What follows belongs to an exercise in optimizing a design on an open flow for small area, a short achievable clock period and few clock cycles per item; a production flow would make more cautious choices. In this exercise RTL edits were held to simulation tests only and were not proved equivalent to the original.

==> inputs of run X <==
==> flow/design.v <==
module seal_sha256 (
    input  wire         clk,
    input  wire         rst,
    input  wire         in_valid,
    output wire         in_ready,
    input  wire [31:0]  in_data,
    input  wire         in_new,
    output wire         out_valid,
    output wire [255:0] digest
);
    localparam [255:0] IV = {32'h6a09e667, 32'hbb67ae85, 32'h3c6ef372, 32'ha54ff53a,
                             32'h510e527f, 32'h9b05688c, 32'h1f83d9ab, 32'h5be0cd19};
    reg  [5:0]   t;           
    reg          running;     
    reg          cfin;        
    reg          pre;         
    reg          new0;        
    reg          fresh;       
    reg  [3:0]   rot;         
    reg          in_ready_r;
    wire accept = in_valid && in_ready_r;
    wire early  = running && (t >= 6'd1) && (t <= 6'd14);    
    wire fire   = running && (!early || accept);
    wire start  = !running && pre && accept;                  
    wire take0  = accept && !pre && !early;                   
    wire new_eff = new0 || fresh;
    wire last   = running && (t == 6'd0);                     
    wire       running_n = start || (running && !last);
    wire [5:0] t_n       = (start || (fire && !last)) ? t + 6'd1 : t;
    wire       pre_n     = start ? 1'b0 : (take0 ? 1'b1 : pre);
    wire [3:0] rot_n     = (accept || (running && !early)) ? 4'd0 : rot + 4'd1;
    wire       early_n   = running_n && (t_n >= 6'd1) && (t_n <= 6'd14);
    wire       ready_n   = running_n ? (early_n ? (rot_n == 4'd0) : (t_n == 6'd0 && !pre_n))
                                     : (!pre_n || rot_n == 4'd0);
    reg          d_fire, d_start, d_ldiv, d_sfin, d_fin, d_fadd, d_new;
    reg  [1:0]   d_fidx;
    reg  [31:0]  d_k;
    reg          out_valid_r;
    reg  [31:0]  k_n;
    always @(*) begin
        case (t)
            6'd0:  k_n = 32'h428a2f98; 6'd1:  k_n = 32'h71374491;
            6'd2:  k_n = 32'hb5c0fbcf; 6'd3:  k_n = 32'he9b5dba5;
            6'd4:  k_n = 32'h3956c25b; 6'd5:  k_n = 32'h59f111f1;
            6'd6:  k_n = 32'h923f82a4; 6'd7:  k_n = 32'hab1c5ed5;
            6'd8:  k_n = 32'hd807aa98; 6'd9:  k_n = 32'h12835b01;
            6'd10: k_n = 32'h243185be; 6'd11: k_n = 32'h550c7dc3;
            6'd12: k_n = 32'h72be5d74; 6'd13: k_n = 32'h80deb1fe;
            6'd14: k_n = 32'h9bdc06a7; 6'd15: k_n = 32'hc19bf174;
            6'd16: k_n = 32'he49b69c1; 6'd17: k_n = 32'hefbe4786;
            6'd18: k_n = 32'h0fc19dc6; 6'd19: k_n = 32'h240ca1cc;
            6'd20: k_n = 32'h2de92c6f; 6'd21: k_n = 32'h4a7484aa;
            6'd22: k_n = 32'h5cb0a9dc; 6'd23: k_n = 32'h76f988da;
            6'd24: k_n = 32'h983e5152; 6'd25: k_n = 32'ha831c66d;
            6'd26: k_n = 32'hb00327c8; 6'd27: k_n = 32'hbf597fc7;
            6'd28: k_n = 32'hc6e00bf3; 6'd29: k_n = 32'hd5a79147;
            6'd30: k_n = 32'h06ca6351; 6'd31: k_n = 32'h14292967;
            6'd32: k_n = 32'h27b70a85; 6'd33: k_n = 32'h2e1b2138;
            6'd34: k_n = 32'h4d2c6dfc; 6'd35: k_n = 32'h53380d13;
            6'd36: k_n = 32'h650a7354; 6'd37: k_n = 32'h766a0abb;
            6'd38: k_n = 32'h81c2c92e; 6'd39: k_n = 32'h92722c85;
            6'd40: k_n = 32'ha2bfe8a1; 6'd41: k_n = 32'ha81a664b;
            6'd42: k_n = 32'hc24b8b70; 6'd43: k_n = 32'hc76c51a3;
            6'd44: k_n = 32'hd192e819; 6'd45: k_n = 32'hd6990624;
            6'd46: k_n = 32'hf40e3585; 6'd47: k_n = 32'h106aa070;
            6'd48: k_n = 32'h19a4c116; 6'd49: k_n = 32'h1e376c08;
            6'd50: k_n = 32'h2748774c; 6'd51: k_n = 32'h34b0bcb5;
            6'd52: k_n = 32'h391c0cb3; 6'd53: k_n = 32'h4ed8aa4a;
            6'd54: k_n = 32'h5b9cca4f; 6'd55: k_n = 32'h682e6ff3;
            6'd56: k_n = 32'h748f82ee; 6'd57: k_n = 32'h78a5636f;
            6'd58: k_n = 32'h84c87814; 6'd59: k_n = 32'h8cc70208;
            6'd60: k_n = 32'h90befffa; 6'd61: k_n = 32'ha4506ceb;
            6'd62: k_n = 32'hbef9a3f7; default: k_n = 32'hc67178f2;
        endcase
    end
    always @(posedge clk) begin
        if (rst) begin
            t           <= 6'd0;
            running     <= 1'b0;
            cfin        <= 1'b0;
            pre         <= 1'b0;
            fresh       <= 1'b1;
            rot         <= 4'd0;
            in_ready_r  <= 1'b1;
            d_fire      <= 1'b0;
            d_start     <= 1'b0;
            d_ldiv      <= 1'b0;
            d_fin       <= 1'b0;
            d_fadd      <= 1'b0;
            out_valid_r <= 1'b0;
        end else begin
            t           <= t_n;
            running     <= running_n;
            cfin        <= last;
            pre         <= pre_n;
            rot         <= rot_n;
            in_ready_r  <= ready_n;
            if (start)
                fresh <= 1'b0;
            d_fire      <= fire;
            d_start     <= start;
            d_ldiv      <= start && new_eff;
            d_fin       <= cfin;
            d_fadd      <= (running && (t == 6'd62 || t == 6'd63 || t == 6'd0)) || cfin;
            out_valid_r <= d_fin;
        end
        if (take0)
            new0 <= in_new;
        d_sfin  <= cfin;
        d_new   <= new_eff;
        d_fidx  <= cfin ? 2'd0 : (t[1:0] == 2'd2 ? 2'd3 : (t[1:0] == 2'd3 ? 2'd2 : 2'd1));
        d_k     <= k_n;
    end
    reg  [31:0]  a, b, c, d, e, f, g;    
    reg  [31:0]  kwh;         
    reg  [31:0]  w [0:15];    
    reg  [31:0]  hA [0:3];    
    reg  [31:0]  hE [0:3];    
    reg          newblk;      
    assign in_ready  = in_ready_r;
    assign out_valid = out_valid_r;
    assign digest    = {hA[0], hA[1], hA[2], hA[3], hE[0], hE[1], hE[2], hE[3]};
    wire [31:0] s1_e = {e[5:0], e[31:6]} ^ {e[10:0], e[31:11]} ^ {e[24:0], e[31:25]};
    wire [31:0] ch   = (e & f) ^ (~e & g);
    wire [31:0] s0_a = {a[1:0], a[31:2]} ^ {a[12:0], a[31:13]} ^ {a[21:0], a[31:22]};
    wire [31:0] maj  = (a & b) ^ (a & c) ^ (b & c);
    wire [31:0] ex_s = d ^ kwh ^ ch;
    wire [31:0] ex_c = (d & kwh) | (d & ch) | (kwh & ch);
    wire [31:0] ey_s = ex_s ^ {ex_c[30:0], 1'b0} ^ s1_e;
    wire [31:0] ey_c = (ex_s & {ex_c[30:0], 1'b0}) | (ex_s & s1_e) | ({ex_c[30:0], 1'b0} & s1_e);
    wire [31:0] e_new = ey_s + {ey_c[30:0], 1'b0};
    wire [31:0] ax_s = kwh ^ ch ^ maj;
    wire [31:0] ax_c = (kwh & ch) | (kwh & maj) | (ch & maj);
    wire [31:0] ay_s = ax_s ^ {ax_c[30:0], 1'b0} ^ s1_e;
    wire [31:0] ay_c = (ax_s & {ax_c[30:0], 1'b0}) | (ax_s & s1_e) | ({ax_c[30:0], 1'b0} & s1_e);
    wire [31:0] az_s = ay_s ^ {ay_c[30:0], 1'b0} ^ s0_a;
    wire [31:0] az_c = (ay_s & {ay_c[30:0], 1'b0}) | (ay_s & s0_a) | ({ay_c[30:0], 1'b0} & s0_a);
    wire [31:0] a_new = az_s + {az_c[30:0], 1'b0};
    wire [31:0] ws0   = {w[1][6:0], w[1][31:7]} ^ {w[1][17:0], w[1][31:18]} ^ (w[1] >> 3);
    wire [31:0] ws1   = {w[14][16:0], w[14][31:17]} ^ {w[14][18:0], w[14][31:19]} ^ (w[14] >> 10);
    wire [31:0] w_new = ws1 + w[9] + ws0 + w[0];
    reg  [31:0] ivA, ivE;
    always @(*) begin
        case (d_fidx)
            2'd3:    begin ivA = IV[159:128]; ivE = IV[31:0];  end
            2'd2:    begin ivA = IV[191:160]; ivE = IV[63:32]; end
            2'd1:    begin ivA = IV[223:192]; ivE = IV[95:64]; end
            default: begin ivA = IV[255:224]; ivE = IV[127:96]; end
        endcase
    end
    wire [31:0] sumA = (newblk ? ivA : hA[3]) + a;
    wire [31:0] sumE = (newblk ? ivE : hE[3]) + e;
    wire [31:0] kp = d_start ? (d_new ? IV[31:0] : (d_sfin ? hE[2] : hE[3])) : g;
    wire [31:0] kwh_new = kp + d_k + w[14];
    integer i;
    always @(posedge clk) begin
        if (d_start)
            newblk <= d_new;
        if (d_fire || d_start)
            kwh <= kwh_new;
        for (i = 0; i < 15; i = i + 1)
            w[i] <= w[i + 1];
        w[15] <= accept ? in_data : ((running && !early) ? w_new : w[0]);
        if (d_fadd) begin
            hA[0] <= sumA; hA[1] <= hA[0]; hA[2] <= hA[1]; hA[3] <= hA[2];
            hE[0] <= sumE; hE[1] <= hE[0]; hE[2] <= hE[1]; hE[3] <= hE[2];
        end
        if (d_fire) begin
            g  <= f;
            f  <= e;
            e  <= e_new;
            d  <= c;
            c  <= b;
            b  <= a;
            a  <= a_new;
        end else if (d_ldiv) begin
            {a, b, c, d, e, f, g} <= IV[255:32];
        end else if (d_fin) begin
            {a, b, c, d, e, f, g} <= {sumA, hA[0], hA[1], hA[2], sumE, hE[0], hE[1]};
        end
    end
endmodule
==> flow/flow/run.sh <==
#!/bin/bash
# The standard layout, with each port buffered by the smallest buffer
# (sky130_fd_sc_hd__buf_1) instead of the one buffer_ports picks by default.
set -euo pipefail
export BUFFER_PORTS_ARGS="-buffer_cell sky130_fd_sc_hd__buf_1"
bash standard.sh > standard_flow.log 2>&1
==> flow/standard.sh <==
#!/bin/bash
# synth_recipe.tcl (not shown) runs the flow's synth.tcl, then flattens the netlist and writes it again
# the make line also repeats each setting of config.mk as NAME=value (left out here)
make -C /OpenROAD-flow-scripts/flow DESIGN_CONFIG=/design/flow/config.mk WORK_HOME=/design/flow/orfs CLKGATE_MAP_FILE= SYNTH_SCRIPT=/design/flow/synth_recipe.tcl "${@:-finish}"
==> flow/config.mk <==
export PLATFORM = sky130hd
export DESIGN_NAME = seal_sha256
export DESIGN_NICKNAME = seal_sha256
export VERILOG_FILES = /design/flow/design.v
export SDC_FILE = /design/flow/constraint.sdc
export NUM_CORES = 4
export LEC_CHECK = 0
export CAP_MARGIN = 20
export CORE_MARGIN = 2
export CORE_UTILIZATION = 60
export CTS_BUF_LIST = sky130_fd_sc_hd__clkbuf_8
export CTS_CLUSTER_DIAMETER = 40
export CTS_CLUSTER_SIZE = 16
export PLACE_DENSITY = 0.75
export SETUP_SLACK_MARGIN = 5
export SLEW_MARGIN = 20
==> flow/constraint.sdc <==
create_clock -name core_clock -period 10.0 [get_ports {clk}]
set_input_delay 2.0000 -clock core_clock [delete_from_list [all_inputs] [get_ports {clk}]]
set_output_delay 2.0000 -clock core_clock [all_outputs]
set_load 0.01 [all_outputs]
==> inputs of run P, as changes to run X <==
--- a/flow/design.v
+++ b/flow/design.v
@@ -34,5 +34,6 @@
                                      : (!pre_n || rot_n == 4'd0);
-    reg          d_fire, d_start, d_ldiv, d_sfin, d_fin, d_fadd, d_new;
+    reg          d_fire, d_start, d_ldiv, d_sfin, d_fin, d_fadd, d_take, d_sched, d_new;
     reg  [1:0]   d_fidx;
     reg  [31:0]  d_k;
+    reg  [31:0]  in_reg;
     reg          out_valid_r;
@@ -110,6 +111,9 @@
         d_new   <= new_eff;
+        d_take  <= accept;
+        d_sched <= running && !early;
         d_fidx  <= cfin ? 2'd0 : (t[1:0] == 2'd2 ? 2'd3 : (t[1:0] == 2'd3 ? 2'd2 : 2'd1));
         d_k     <= k_n;
+        in_reg  <= in_data;
     end
-    reg  [31:0]  a, b, c, d, e, f, g;    
+    reg  [31:0]  a, b, c, d, e, f, g, hh;
     reg  [31:0]  kwh;         
@@ -152,4 +156,4 @@
     wire [31:0] sumE = (newblk ? ivE : hE[3]) + e;
-    wire [31:0] kp = d_start ? (d_new ? IV[31:0] : (d_sfin ? hE[2] : hE[3])) : g;
-    wire [31:0] kwh_new = kp + d_k + w[14];
+    wire [31:0] kp = d_start ? (d_new ? IV[31:0] : (d_sfin ? hE[2] : hh)) : g;
+    wire [31:0] kwh_new = kp + d_k + w[15];
     integer i;
@@ -162,3 +166,3 @@
             w[i] <= w[i + 1];
-        w[15] <= accept ? in_data : ((running && !early) ? w_new : w[0]);
+        w[15] <= d_take ? in_reg : (d_sched ? w_new : w[0]);
         if (d_fadd) begin
@@ -168,2 +172,3 @@
         if (d_fire) begin
+            hh <= g;
             g  <= f;
@@ -176,5 +181,5 @@
         end else if (d_ldiv) begin
-            {a, b, c, d, e, f, g} <= IV[255:32];
+            {a, b, c, d, e, f, g, hh} <= IV;
         end else if (d_fin) begin
-            {a, b, c, d, e, f, g} <= {sumA, hA[0], hA[1], hA[2], sumE, hE[0], hE[1]};
+            {a, b, c, d, e, f, g, hh} <= {sumA, hA[0], hA[1], hA[2], sumE, hE[0], hE[1], hE[2]};
         end
==> flow/run.sh (new file) <==
#!/bin/bash
# synth_recipe.tcl (not shown) runs the flow's synth.tcl, then flattens the netlist and writes it again
# the make line also repeats each setting of config.mk as NAME=value (left out here)
make -C /OpenROAD-flow-scripts/flow DESIGN_CONFIG=/design/flow/config.mk WORK_HOME=/design/flow/orfs CLKGATE_MAP_FILE= SYNTH_SCRIPT=/design/flow/synth_recipe.tcl finish
- CTS_BUF_LIST: sky130_fd_sc_hd__clkbuf_8 -> default
- CTS_CLUSTER_DIAMETER: 40 -> default
- CTS_CLUSTER_SIZE: 16 -> default
removed: flow/flow/run.sh
removed: flow/standard.sh
==> inputs of run M, as changes to run X <==
--- a/flow/design.v
+++ b/flow/design.v
@@ -34,5 +34,6 @@
                                      : (!pre_n || rot_n == 4'd0);
-    reg          d_fire, d_start, d_ldiv, d_sfin, d_fin, d_fadd, d_new;
+    reg          d_fire, d_start, d_ldiv, d_sfin, d_fin, d_fadd, d_take, d_sched, d_new;
     reg  [1:0]   d_fidx;
     reg  [31:0]  d_k;
+    reg  [31:0]  in_reg;
     reg          out_valid_r;
@@ -110,6 +111,9 @@
         d_new   <= new_eff;
+        d_take  <= accept;
+        d_sched <= running && !early;
         d_fidx  <= cfin ? 2'd0 : (t[1:0] == 2'd2 ? 2'd3 : (t[1:0] == 2'd3 ? 2'd2 : 2'd1));
         d_k     <= k_n;
+        in_reg  <= in_data;
     end
-    reg  [31:0]  a, b, c, d, e, f, g;    
+    reg  [31:0]  a, b, c, d, e, f, g, hh;
     reg  [31:0]  kwh;         
@@ -126,14 +130,4 @@
     wire [31:0] maj  = (a & b) ^ (a & c) ^ (b & c);
-    wire [31:0] ex_s = d ^ kwh ^ ch;
-    wire [31:0] ex_c = (d & kwh) | (d & ch) | (kwh & ch);
-    wire [31:0] ey_s = ex_s ^ {ex_c[30:0], 1'b0} ^ s1_e;
-    wire [31:0] ey_c = (ex_s & {ex_c[30:0], 1'b0}) | (ex_s & s1_e) | ({ex_c[30:0], 1'b0} & s1_e);
-    wire [31:0] e_new = ey_s + {ey_c[30:0], 1'b0};
-    wire [31:0] ax_s = kwh ^ ch ^ maj;
-    wire [31:0] ax_c = (kwh & ch) | (kwh & maj) | (ch & maj);
-    wire [31:0] ay_s = ax_s ^ {ax_c[30:0], 1'b0} ^ s1_e;
-    wire [31:0] ay_c = (ax_s & {ax_c[30:0], 1'b0}) | (ax_s & s1_e) | ({ax_c[30:0], 1'b0} & s1_e);
-    wire [31:0] az_s = ay_s ^ {ay_c[30:0], 1'b0} ^ s0_a;
-    wire [31:0] az_c = (ay_s & {ay_c[30:0], 1'b0}) | (ay_s & s0_a) | ({ay_c[30:0], 1'b0} & s0_a);
-    wire [31:0] a_new = az_s + {az_c[30:0], 1'b0};
+    wire [31:0] e_new = d + kwh + ch + s1_e;
+    wire [31:0] a_new = kwh + ch + maj + s1_e + s0_a;
     wire [31:0] ws0   = {w[1][6:0], w[1][31:7]} ^ {w[1][17:0], w[1][31:18]} ^ (w[1] >> 3);
@@ -152,4 +146,4 @@
     wire [31:0] sumE = (newblk ? ivE : hE[3]) + e;
-    wire [31:0] kp = d_start ? (d_new ? IV[31:0] : (d_sfin ? hE[2] : hE[3])) : g;
-    wire [31:0] kwh_new = kp + d_k + w[14];
+    wire [31:0] kp = d_start ? (d_new ? IV[31:0] : (d_sfin ? hE[2] : hh)) : g;
+    wire [31:0] kwh_new = kp + d_k + w[15];
     integer i;
@@ -162,3 +156,3 @@
             w[i] <= w[i + 1];
-        w[15] <= accept ? in_data : ((running && !early) ? w_new : w[0]);
+        w[15] <= d_take ? in_reg : (d_sched ? w_new : w[0]);
         if (d_fadd) begin
@@ -168,2 +162,3 @@
         if (d_fire) begin
+            hh <= g;
             g  <= f;
@@ -176,5 +171,5 @@
         end else if (d_ldiv) begin
-            {a, b, c, d, e, f, g} <= IV[255:32];
+            {a, b, c, d, e, f, g, hh} <= IV;
         end else if (d_fin) begin
-            {a, b, c, d, e, f, g} <= {sumA, hA[0], hA[1], hA[2], sumE, hE[0], hE[1]};
+            {a, b, c, d, e, f, g, hh} <= {sumA, hA[0], hA[1], hA[2], sumE, hE[0], hE[1], hE[2]};
         end
==> flow/run.sh (new file) <==
#!/bin/bash
# synth_recipe.tcl (not shown) runs the flow's synth.tcl, then flattens the netlist and writes it again
# the make line also repeats each setting of config.mk as NAME=value (left out here)
make -C /OpenROAD-flow-scripts/flow DESIGN_CONFIG=/design/flow/config.mk WORK_HOME=/design/flow/orfs CLKGATE_MAP_FILE= SYNTH_SCRIPT=/design/flow/synth_recipe.tcl finish
- CORE_UTILIZATION: 60 -> 30
- CTS_BUF_LIST: sky130_fd_sc_hd__clkbuf_8 -> default
- CTS_CLUSTER_DIAMETER: 40 -> default
- CTS_CLUSTER_SIZE: 16 -> default
- PLACE_DENSITY: 0.75 -> 0.5
removed: flow/flow/run.sh
removed: flow/standard.sh
==> summary of the runs <==
Wire length: run X < run P < run M.
Between run X and run P, the lower register-to-register slack is in run X (gap 0.05 ns).
In run M the hold slack is higher than in run P, by 0.017 ns.
Run X finished clean. Run P produced a clean layout. Run M finished with timing, DRC and antenna clean.
Clock skew, lowest first: run M, run P, run X.
Against run M, the utilization of run X is higher by 31 points.
Maximum frequency: run M < run X < run P.
Of run M and run X, run M has the higher count of clock-buffer cells in the layout (gap 32).
Final cell count, lowest first: run X, run P, run M.
Testbench counts of run X, summed over its fixed seeds: cycles 33,312, blocks 512.
Testbench counts of run P, summed over its fixed seeds: cycles 33,312, blocks 512.
Testbench counts of run M, summed over its fixed seeds: cycles 33,312, blocks 512.

## static timing again, ports no longer ideal
The flow's constraints put no driver on any port. The routed layouts listed below were extracted and timed again, unchanged, in two steps. Step 1: set_driving_cell puts a clkbuf_16 on clk and a buf_2 on each other input, an assumption about the parent block. Step 2 times the ports against the registers' clock, not the clock port: input delays grow and output delays shrink by t, the midpoint of the rising clock arrivals with the driver on. a / b / c = no drivers / after step 1 / after step 2; a / b = the first two.
run	t (ns)	setup WS [ns]	worst register clock-pin slew, ns	pins driven straight from the clock port
run X	0.917	5.039 / 5.039 / 5.039	0.11 / 0.11	1
run P	0.786	5.091 / 5.091 / 5.091	0.07 / 0.07	1
run M	0.864	4.872 / 4.872 / 4.872	0.07 / 0.07	1
After both steps every run listed still meets setup and hold.
